Background: an optimization exercise with open tools, aiming at small area. Do not read the settings as production practice.
At most, simulation tests tie the RTL to the original design; equivalence was not proved.
Power is estimated from default activity; no workload was simulated.

==> inputs of 07-22 <==
==> flow/design.v (excerpt) <==
module uplink_rx (
    input  wire        clk,
    input  wire        rst,           
    input  wire        port_kind,     
    input  wire        sof,           
    input  wire        bit_valid,     
    input  wire        bit_data,
    input  wire [15:0] ov_thr,        
    input  wire [15:0] uv_thr,        
    output reg         frame_done,    
    output wire [1:0]  frame_err,     
    output wire [3:0]  ftype,
    output wire [7:0]  seq,
    output wire [7:0]  len,
    output wire [31:0] status,
    output wire        val_valid,     
    output wire [4:0]  val_idx,
    output wire [15:0] val_data,
    output wire        val_ov,
    output wire        val_uv,
    output wire        val_sus
);
==> module uplink_rx, before the edit <==
module uplink_rx (
    input  wire        clk,
    input  wire        rst,           
    input  wire        port_kind,     
    input  wire        sof,           
    input  wire        bit_valid,     
    input  wire        bit_data,
    input  wire [15:0] ov_thr,        
    input  wire [15:0] uv_thr,        
    output reg         frame_done,    
    output wire [1:0]  frame_err,     
    output wire [3:0]  ftype,
    output wire [7:0]  seq,
    output wire [7:0]  len,
    output wire [31:0] status,
    output wire        val_valid,     
    output wire [4:0]  val_idx,
    output wire [15:0] val_data,
    output wire        val_ov,
    output wire        val_uv,
    output wire        val_sus
);
    localparam [31:0] CRC_POLY = 32'h04C1_1DB7;
    localparam [2:0] S_IDLE = 3'b000, S_DEAD = 3'b001, S_HDR = 3'b010,
                     S_PAY = 3'b100, S_STAT = 3'b101, S_CRC = 3'b110;
    reg [2:0]  st;
    reg [8:0]  cnt;         
    reg [4:0]  ph;          
    reg [31:0] crcn;        
    reg [31:0] sr;          
    reg [2:0]  ft_r;        
    reg [7:0]  seq_r;
    reg [2:0]  w_lo;        
    reg        rel_pend, rel_act;
    wire [4:0] ph1 = ph + 5'd1;
    wire [4:0] b   = cnt[4:0];
    wire [3:0] w_r = {!ft_r[2] && !ft_r[0], w_lo};
    wire in_hdr  = (st == S_HDR);
    wire in_pay  = (st == S_PAY);
    wire in_stat = (st == S_STAT);
    wire in_crc  = (st == S_CRC);
    wire [30:0] hs   = crcn[30:0];
    wire [2:0] h_ft  = hs[29:27];
    wire [3:0] h_w   = hs[16:13];
    reg pair_ok;
    always @(*) begin
        case (h_ft)
            3'h0: pair_ok = !port_kind && (h_w == 4'd12);
            3'h1: pair_ok =  port_kind && (h_w == 4'd4);
            3'h2: pair_ok = !port_kind && (h_w == 4'd9);
            3'h3: pair_ok = (h_w >= 4'd1) && (h_w <= 4'd4);
            3'h4: pair_ok = (h_w == 4'd0);
            3'h5: pair_ok = (h_w == 4'd0);
            3'h7: pair_ok = (h_w == 4'd1);
            default: pair_ok = 1'b0;
        endcase
    end
    wire hdr_ok = pair_ok && hs[30] && (hs[18:17] == 2'd0) &&
                  (hs[12:0] == 13'd0) && !bit_data;
    wire hdr_end  = in_hdr && (b == 5'd31);
    wire pay_end  = in_pay && (cnt[8:5] == w_r) && (b == 5'd0);
    wire stat_end = in_stat && (b == 5'd0);
    wire crc_end  = in_crc && (b == 5'd31);
    wire crc_ok = (crcn == 32'd0);
    wire dead   = (st == S_DEAD);
    always @(posedge clk) begin
        if (rst) begin
            st         <= S_IDLE;
            frame_done <= 1'b0;
            rel_pend   <= 1'b0;
            rel_act    <= 1'b0;
        end else begin
            frame_done <= 1'b0;
            if (sof) begin
                st <= S_HDR;
            end else if (bit_valid) begin
                if (hdr_end) begin
                    st <= hdr_ok ? S_PAY : S_DEAD;
                    frame_done <= !hdr_ok;
                end
                if (pay_end)  st <= S_STAT;
                if (stat_end) st <= S_CRC;
                if (crc_end) begin
                    st <= S_IDLE;
                    frame_done <= 1'b1;
                end
            end
            if (frame_done && !dead && crc_ok && (w_r != 4'd0))
                rel_pend <= 1'b1;
            else if (ph == 5'd23)
                rel_pend <= 1'b0;
            if (rel_pend && ph == 5'd23)
                rel_act <= 1'b1;
            else if (ph1 == {w_r, 1'b0})
                rel_act <= 1'b0;
        end
    end
    always @(posedge clk) begin
        ph <= (rst || ph == 5'd23) ? 5'd0 : ph1;
        if (sof)
            cnt <= 9'd480;
        else if (bit_valid)
            cnt <= cnt + 9'd1;
        if (bit_valid)
            crcn <= {crcn[30:0], bit_data ^ !in_hdr} ^ ((!crcn[31] && !in_hdr) ? CRC_POLY : 32'd0);
        if (bit_valid && (in_pay || (in_stat && !stat_end)))
            sr <= {sr[30:0], bit_data};
        if (bit_valid && hdr_end) begin
            ft_r  <= h_ft;
            seq_r <= hs[26:19];
            w_lo  <= h_w[2:0];
        end
    end
    wire       wen = st[2];
    wire [3:0] wj  = cnt[3:0];
    wire [4:0] wi  = cnt[8:4];
    wire       eq0 = (ph == wi);           
    wire       eq1 = (ph1 == wi);          
    wire [3:0] gwe;
    assign gwe[0] = wen && (wj[3:2] == 2'd1) && eq0;
    assign gwe[1] = wen && (wj[3:2] == 2'd2) && eq0;
    assign gwe[2] = wen && (wj[3:2] == 2'd3) && eq0;
    assign gwe[3] = wen && (wj[3:2] == 2'd0) && eq1;
    wire [3:0] src;
    assign src[0] = sr[wj[1:0] + 3'd3];
    assign src[1] = sr[wj[1:0] + 3'd2];
    assign src[2] = sr[wj[1:0] + 3'd1];
    assign src[3] = sr[wj[1:0]];
    genvar l;
    generate
        for (l = 0; l < 16; l = l + 1) begin : lane
            reg [23:0] r;
            always @(posedge clk)
                r <= {r[22:0], gwe[l / 4] ? ~src[l % 4] : r[23]};
            assign val_data[15 - l] = ~r[23];
        end
    endgenerate
    assign val_valid = rel_act;
    assign val_idx   = ph;
    function automatic gt16(input [15:0] a, input [15:0] b);
        integer k;
        reg c;
        begin
            c = 1'b0;
            for (k = 0; k < 16; k = k + 1)
                c = (a[k] & ~b[k]) | ((a[k] | ~b[k]) & c);
            gt16 = c;
        end
    endfunction
    wire cells = w_r[3] & w_r[2];
    assign val_ov  = cells && gt16(val_data, ov_thr);
    assign val_uv  = cells && gt16(uv_thr, val_data);
    assign val_sus = cells && (gt16(val_data, 16'd50000) || sr[25]);
    assign frame_err = {!dead && !crc_ok, dead};
    assign ftype  = {1'b1, ft_r};
    assign seq    = seq_r;
    assign len    = {2'b00, w_r, 2'b00};
    assign status = sr;
endmodule
==> flow/config.mk <==
export PLATFORM = sky130hd
export DESIGN_NAME = uplink_rx
export DESIGN_NICKNAME = uplink_rx
export VERILOG_FILES = /design/flow/design.v
export SDC_FILE = /design/flow/constraint.sdc
export NUM_CORES = 4
export LEC_CHECK = 0
export ABC_AREA = 1
export CAP_MARGIN = 20
export CORE_MARGIN = 2
export CORE_UTILIZATION = 80
export PLACE_DENSITY = 0.9
export SLEW_MARGIN = 20
==> flow/constraint.sdc <==
create_clock -name core_clock -period 10.0 [get_ports {clk}]
set_input_delay 2.0000 -clock core_clock [delete_from_list [all_inputs] [get_ports {clk}]]
set_output_delay 2.0000 -clock core_clock [all_outputs]
set_load 0.01 [all_outputs]
standard.sh (not shown) runs the stock make flow with config.mk's settings and CLKGATE_MAP_FILE= SYNTH_SCRIPT=/design/flow/synth_recipe.tcl, a recipe that flattens the netlist after the stock synthesis.
==> flow/flow/run.sh <==
#!/bin/bash
# The standard ORFS layout with three changes:
#  - synthesis: the same script (synth_recipe.tcl), but ABC maps with an
#    area-oriented script (flow/area.abc); registers are mapped before ABC
#    and are unchanged;
#  - the port buffers are sky130_fd_sc_hd__buf_1;
#  - CTS clusters sinks under clkbuf_8 buffers, without dummy loads.
set -euo pipefail
W=$PWD
{ head -n 1 synth_recipe.tcl; cat flow/abc_override.tcl; tail -n +2 synth_recipe.tcl; } > flow_synth.tcl
sed "s#SYNTH_SCRIPT=[^ ]*#SYNTH_SCRIPT=$W/flow_synth.tcl#" standard.sh > flow_standard.sh
grep -q "SYNTH_SCRIPT=$W/flow_synth.tcl" flow_standard.sh
export AREA_ABC_SCRIPT=$W/flow/area.abc
export BUFFER_PORTS_ARGS="-buffer_cell sky130_fd_sc_hd__buf_1"
export CTS_ARGS="-sink_clustering_enable -repair_clock_nets -dont_use_dummy_load -sink_clustering_size 16 -sink_clustering_max_diameter 40 -buf_list {sky130_fd_sc_hd__clkbuf_8}"
bash flow_standard.sh > standard.log 2>&1
==> flow/flow/abc_override.tcl <==
# Run ABC with an area-oriented script (flow/area.abc) in place of ORFS's.
proc abc {args} {
  set i [lsearch -exact $args -script]
  if {$i >= 0} { lset args [expr {$i + 1}] $::env(AREA_ABC_SCRIPT) }
  yosys abc {*}$args
}
==> flow/flow/area.abc <==
strash; dc2; dch -f; map -a; mfs2; strash; dch -f; map -a; mfs2; strash; dch -f; map -a; topo; dnsize -c
==> 11-04 (differences from 07-22) <==
==> flow/design.v (replaced) <==
module uplink_rx (
    input  wire        clk,
    input  wire        rst,           
    input  wire        port_kind,     
    input  wire        sof,           
    input  wire        bit_valid,     
    input  wire        bit_data,
    input  wire [15:0] ov_thr,        
    input  wire [15:0] uv_thr,        
    output reg         frame_done,    
    output wire [1:0]  frame_err,     
    output wire [3:0]  ftype,
    output wire [7:0]  seq,
    output wire [7:0]  len,
    output wire [31:0] status,
    output wire        val_valid,     
    output wire [4:0]  val_idx,
    output wire [15:0] val_data,
    output wire        val_ov,
    output wire        val_uv,
    output wire        val_sus
);
    localparam [31:0] CRC_POLY = 32'h04C1_1DB7;
    localparam [2:0] S_IDLE = 3'b000, S_DEAD = 3'b001, S_HDR = 3'b010,
                     S_PAY = 3'b100, S_STAT = 3'b101, S_CRC = 3'b110;
    reg [2:0]  st;
    reg [8:0]  cnt;         
    reg [4:0]  ph;          
    reg [31:0] crc;
    reg [31:0] stat_sr;
    reg [2:0]  ft_sr;       
    reg [7:0]  seq_sr;
    reg [3:0]  w_sr;        
    reg        zbad;        
    reg        rel_pend, rel_act;
    wire [8:0] nxt = cnt + 9'd1;
    wire [4:0] b   = nxt[4:0];
    wire in_hdr  = (st == S_HDR);
    wire in_pay  = (st == S_PAY);
    wire in_stat = (st == S_STAT);
    wire in_crc  = (st == S_CRC);
    reg pair_ok;
    always @(*) begin
        case ({1'b1, ft_sr})
            4'h8: pair_ok = !port_kind && (w_sr == 4'd12);
            4'h9: pair_ok =  port_kind && (w_sr == 4'd4);
            4'hA: pair_ok = !port_kind && (w_sr == 4'd9);
            4'hB: pair_ok = (w_sr >= 4'd1) && (w_sr <= 4'd4);
            4'hC: pair_ok = (w_sr == 4'd0);
            4'hD: pair_ok = (w_sr == 4'd0);
            4'hF: pair_ok = (w_sr == 4'd1);
            default: pair_ok = 1'b0;
        endcase
    end
    wire hdr_ok = pair_ok && !zbad && !bit_data;
    wire hdr_end  = in_hdr && (b == 5'd31);
    wire pay_end  = in_pay && (nxt[8:5] == w_sr) && (b == 5'd0);
    wire stat_end = in_stat && (b == 5'd0);
    wire crc_end  = in_crc && (b == 5'd31);
    wire crc_ok = &crc;
    wire dead   = (st == S_DEAD);
    always @(posedge clk) begin
        if (rst) begin
            st         <= S_IDLE;
            frame_done <= 1'b0;
            rel_pend   <= 1'b0;
            rel_act    <= 1'b0;
        end else begin
            frame_done <= 1'b0;
            if (sof) begin
                st <= S_HDR;
            end else if (bit_valid) begin
                if (hdr_end) begin
                    st <= hdr_ok ? S_PAY : S_DEAD;
                    frame_done <= !hdr_ok;
                end
                if (pay_end)  st <= S_STAT;
                if (stat_end) st <= S_CRC;
                if (crc_end) begin
                    st <= S_IDLE;
                    frame_done <= 1'b1;
                end
            end
            if (frame_done && !dead && crc_ok && (w_sr != 4'd0))
                rel_pend <= 1'b1;
            else if (ph == 5'd23)
                rel_pend <= 1'b0;
            if (rel_pend && ph == 5'd23)
                rel_act <= 1'b1;
            else if (ph == {w_sr, 1'b1} - 5'd2)
                rel_act <= 1'b0;
        end
    end
    always @(posedge clk) begin
        ph <= (rst || ph == 5'd23) ? 5'd0 : ph + 5'd1;
        if (sof)
            cnt <= 9'd479;
        else if (bit_valid)
            cnt <= nxt;
        if (bit_valid) begin
            crc <= {crc[30:0], bit_data ^ in_hdr} ^ ((crc[31] && !in_hdr) ? CRC_POLY : 32'd0);
        end
        if (bit_valid && in_hdr) begin
            if (b <= 5'd11) {ft_sr, seq_sr} <= {ft_sr[1:0], seq_sr, bit_data};
            if (b >= 5'd14 && b <= 5'd17) w_sr <= {w_sr[2:0], bit_data};
        end
        if (sof)
            zbad <= 1'b0;
        else if (bit_valid && in_hdr && (b == 5'd0 ? !bit_data : (b == 5'd12 || b == 5'd13 || b >= 5'd18) && bit_data))
            zbad <= 1'b1;
        if (bit_valid && (in_pay || (in_stat && !stat_end)))
            stat_sr <= {stat_sr[30:0], bit_data};
    end
    wire       wen = st[2];
    wire [3:0] wj  = cnt[3:0];
    wire [4:0] wi  = cnt[8:4];
    wire [4:0] ph1 = ph + 5'd1;
    wire       eq0 = (ph == wi);           
    wire       eq1 = (ph1 == wi);          
    genvar l;
    generate
        for (l = 0; l < 16; l = l + 1) begin : lane
            reg [23:0] r;
            wire [1:0] d = wj[1:0] - l;    
            wire cur  = (wj >= l) && (wj <= l + 3);
            wire prev = (l >= 13) && (wj <= l - 13);
            wire we   = wen && ((cur && eq0) || (prev && eq1));
            always @(posedge clk)
                r <= {r[22:0], we ? ~stat_sr[d] : r[23]};
            assign val_data[15 - l] = ~r[23];
        end
    endgenerate
    assign val_valid = rel_act;
    assign val_idx   = ph;
    function automatic gt16(input [15:0] a, input [15:0] b);
        integer k;
        reg c;
        begin
            c = 1'b0;
            for (k = 0; k < 16; k = k + 1)
                c = (a[k] & ~b[k]) | ((a[k] | ~b[k]) & c);
            gt16 = c;
        end
    endfunction
    wire cells = w_sr[3] & w_sr[2];
    assign val_ov  = cells && gt16(val_data, ov_thr);
    assign val_uv  = cells && gt16(uv_thr, val_data);
    assign val_sus = cells && (gt16(val_data, 16'd50000) || stat_sr[25]);
    assign frame_err = {!dead && !crc_ok, dead};
    assign ftype  = {1'b1, ft_sr};
    assign seq    = seq_sr;
    assign len    = {2'b00, w_sr, 2'b00};
    assign status = stat_sr;
endmodule
--- a/flow/flow/run.sh
+++ b/flow/flow/run.sh
@@ -14,3 +14,3 @@
 export BUFFER_PORTS_ARGS="-buffer_cell sky130_fd_sc_hd__buf_1"
-export CTS_ARGS="-sink_clustering_enable -repair_clock_nets -dont_use_dummy_load -sink_clustering_size 16 -sink_clustering_max_diameter 40 -buf_list {sky130_fd_sc_hd__clkbuf_8}"
+export CTS_ARGS="-sink_clustering_enable -repair_clock_nets -dont_use_dummy_load -sink_clustering_size 16 -sink_clustering_max_diameter 60 -buf_list {sky130_fd_sc_hd__clkbuf_8}"
 bash flow_standard.sh > standard.log 2>&1
==> flow/flow/area.abc (replaced) <==
strash; dc2; dch -f; map -a; mfs2; strash; dch -f; map -a; topo; dnsize -c
==> comparison table <==
| metric | 11-04 | 07-22 |
|---|---|---|
| Fraction of power consumed by sequential logic | 0.671 | 0.677 |
| Worst hold margin | 0.317 ns | 0.305 ns |
| Leakage power total | 0.00507 uW | 0.00497 uW |
| Share of layout cells above drive strength 1 | 0.0401 | 0.0446 |
| Non-clock buffer area fraction after layout | 0.0317 | 0.0321 |
| Result of the run | timing/DRC/antenna clean | timing/DRC/antenna clean |
| Distinct cell type count after synthesis | 35 | 34 |
| Slew Limit Headroom | 0.353 | 0.316 |
| Post-route worst setup slack | 3.71 ns | 3.38 ns |
| Count of cells along the worst register-to-register path | 11 | 8 |
| Die footprint | 16800 sq um | 16300 sq um |
| Non-clock inverter count in the final layout | 63 | 56 |
| Worst Setup SP | uv_thr[1] | ov_thr[0] |
| Simple-gate share of the synthesized area | 0.0538 | 0.0435 |
| Overall global routing resource usage | 0.351 | 0.292 |
| Count of TritonRoute iterations in the first routing pass | 6 | 8 |
Only the layout flow was run in 11-04; the RTL was not checked for function there.

-- what the ideal ports hide --
No port has a modelled driver above. Below, the same layouts with a new extraction and two added sets of constraints. Step 1 sets driving cells, clkbuf_16 on the clock port and buf_2 on the other inputs (assumed; they add their load-dependent delay and slew). Step 2 times the ports against the registers' clock, not the clock port: input delays grow and output delays shrink by t, the midpoint of the rising clock arrivals with the driver on. Slacks: ideal ports / drivers / drivers and shift; pairs: ideal ports / drivers.
run | t, ns | setup WS [ns] | latest minus earliest clock arrival (ns)
07-22 | 0.573 | 3.377 / 3.355 / 3.355 | 0.051 / 0.050
11-04 | 0.559 | 3.711 / 3.679 / 3.679 | 0.055 / 0.055
After both steps setup and hold are still met in every run listed. For 11-04, which loses most, drivers alone change the setup slack by -0.032 ns; drivers and shift together by -0.032 ns.
